Context: an optimization exercise on an open-source flow, tuned for small area. The choices shown serve that exercise and are no tape-out recipe.
Only simulation tests tie the RTL to the original design; equivalence was not proved.
Power figures rest on the tool's default switching activity, not on a simulated workload.

==> run a <==
==> flow/design.v (excerpt) <==
module flt_chain (
    input  wire         clk,
    input  wire         rst,
    input  wire         in_valid,
    input  wire         in_restart,    
    input  wire         in_apply,      
    input  wire         in_g,
    input  wire [19:0]  in_value,
    input  wire [1:0]   cfg_rank,
    input  wire [2:0]   cfg_k,
    input  wire [1:0]   cfg_form,
    input  wire [4:0]   cfg_ntap,
    input  wire [4:0]   cfg_ref,
    input  wire [2:0]   cfg_dec,
    input  wire [287:0] cfg_coef,      
    input  wire [1:0]   cfg_dir,
    input  wire [19:0]  cfg_level,
    input  wire [18:0]  cfg_hyst,
    output reg          out_valid,
    output reg          out_g,
    output reg  [19:0]  out_value,
    output reg          out_blank,
    output reg          ev_valid,
    output reg          ev_falling,
    output reg  [31:0]  event_count,
    output reg  [31:0]  clip_count,
    output reg          sticky_clip,
    output reg          sticky_badset
);
Settings: LEC_CHECK=0, ABC_AREA=1, CAP_MARGIN=15, CORE_MARGIN=2, CORE_UTILIZATION=45, CTS_BUF_LIST=sky130_fd_sc_hd__clkbuf_4 sky130_fd_sc_hd__clkbuf_8, SLEW_MARGIN=15; clock period 25.0 ns.
standard.sh (not shown) runs the stock make flow with config.mk's settings and CLKGATE_MAP_FILE= SYNTH_SCRIPT=/design/flow/synth_recipe.tcl, a recipe that flattens the netlist after the stock synthesis.
==> flow/flow/run.sh <==
#!/bin/bash
# The standard layout (standard.sh), with two changes:
#  - synthesis is synth_recipe.tcl run through flow/synth_wrap.tcl, which only
#    swaps the ABC mapping script for flow/abc_area2.script;
#  - the port buffers that global placement adds use the smallest buffer
#    cell instead of the cell buffer_ports picks by itself.
# make's full output goes to flow_make.log here; ORFS keeps each step's log
# under orfs/logs/.
set -euo pipefail
export FLOW_WORK="$PWD"
export BUFFER_PORTS_ARGS="-buffer_cell sky130_fd_sc_hd__buf_1"
sed "s#SYNTH_SCRIPT=[^ ]*#SYNTH_SCRIPT=$PWD/flow/synth_wrap.tcl#" standard.sh > my_standard.sh
grep -q "SYNTH_SCRIPT=$PWD/flow/synth_wrap.tcl" my_standard.sh
bash my_standard.sh finish > flow_make.log 2>&1
==> flow/flow/abc_area2.script <==
strash
dc2
dch -f
amap
strash
dch -f
amap
topo
stime -c
buffer -c
upsize -c
dnsize -c
==> flow/flow/synth_wrap.tcl <==
# The standard synthesis (synth_recipe.tcl) with one change: the ABC
# technology mapping runs flow/abc_area2.script, an area-oriented script
# (two rounds of dc2/dch/amap, then buffering and sizing), in place of the
# script ORFS picks.  Registers are mapped before ABC runs and are the same.
proc abc {args} {
  set i [lsearch $args -script]
  if {$i >= 0} {
    set args [lreplace $args $i [expr {$i + 1}] -script $::env(FLOW_WORK)/flow/abc_area2.script]
  }
  yosys abc {*}$args
}
source $::env(FLOW_WORK)/synth_recipe.tcl
==> inputs of run b, as changes to run a <==
--- a/flow/design.v
+++ b/flow/design.v
@@ -439,20 +439,22 @@
                     blk_sum <= sum_all;
                     blk_sat <= sat_all;
                     blk_g   <= g_all;
                 end
             end
         end
     end
     always @(posedge clk) begin
-        out_g      <= g_all;
-        out_value  <= d_val;
-        out_blank  <= !judge;
-        ev_falling <= ev_fall;
+        if (fin && q_enter && blk_end) begin
+            out_g      <= g_all;
+            out_value  <= d_val;
+            out_blank  <= !judge;
+            ev_falling <= ev_fall;
+        end
     end
     always @(posedge clk) begin
         if (rst) begin
             out_valid   <= 1'b0;
             ev_valid    <= 1'b0;
             event_count <= 32'd0;
             clip_count  <= 32'd0;
             sticky_clip <= 1'b0;
==> flow/run.sh (new file) <==
#!/bin/bash
# synth_recipe.tcl (not shown) runs the flow's synth.tcl, then flattens the netlist and writes it again
# the make line also repeats each setting of config.mk as NAME=value (left out here)
make -C /OpenROAD-flow-scripts/flow DESIGN_CONFIG=/design/flow/config.mk WORK_HOME=/design/flow/orfs CLKGATE_MAP_FILE= SYNTH_SCRIPT=/design/flow/synth_recipe.tcl finish
CORE_UTILIZATION = 50   (was 45)
removed: flow/flow/run.sh
removed: flow/flow/abc_area2.script
removed: flow/flow/synth_wrap.tcl
removed: flow/standard.sh
==> run summary <==
Run status: run b complete, no violations; run a complete, no violations
Critical Path Start: run b vd[1]$_SDFFCE_PN0P_; run a vd[4]$_SDFFCE_PN0P_
Largest clock skew in the final design: run b 88.3 ps; run a 83.4 ps
Vias post-DR: run b 83,100; run a 82,600
Post-layout worst setup margin: run b 706 ps; run a 551 ps
Wire length on met3: run b 61,200 microns; run a 53,100 microns
Area of the multi-input gates: run b 52,700 sq um; run a 52,700 sq um
Cell with the most instances after synthesis: run b sky130_fd_sc_hd__nand2_1; run a sky130_fd_sc_hd__o22ai_1
Sink of the worst hold path: run b q_level[16]$_DFF_P_; run a q_level[0]$_DFF_P_
Count of antenna diodes in the layout: run b 35; run a 11
Overall routed net length: run b 438,000 microns; run a 408,000 microns
Fraction of the cycle the final worst path needs: run b 97.2%; run a 97.8%
Number of ordinary and repair buffers in the finished layout: run b 837; run a 841
Combinational group share of total power: run b 46.0%; run a 42.0%
GR Layer Usage met3: run b 18.6%; run a 12.4%
Effective utilization at floorplan: run b 50.3%; run a 45.2%
Well tap count: run b 2,480; run a 2,672
Final Non-Filler Cells: run b 12,900; run a 12,600
Core utilization of the finished layout: run b 57.7%; run a 50.7%

==> afterwards: timing with drivers on the ports <==
The results above use ideal ports. As a check the final layouts listed here were re-extracted and re-timed, cells and wires unchanged.
Step 1, drivers: a clkbuf_16 drives clk and a buf_2 each remaining input, both assumed.
Step 2, shift: input delay + t, output delay - t, t = (earliest + latest rising clock arrival at the registers) / 2. This alone moves slack from input paths to output paths.
Three values: ideal, step 1, step 2; two values: the first two.
run | t (ns) | setup slack, ns | slew at the worst register clock pin (ns) | worst data-port slew with drivers (ns) | pins driven straight from the clock port
run a | 1.069 | 0.551 / 0.551 / 0.551 | 0.09 / 0.09 | 0.13 | 1
run b | 1.131 | 0.706 / 0.706 / 0.706 | 0.09 / 0.09 | 0.17 | 1
After both steps every run listed still meets setup and hold.
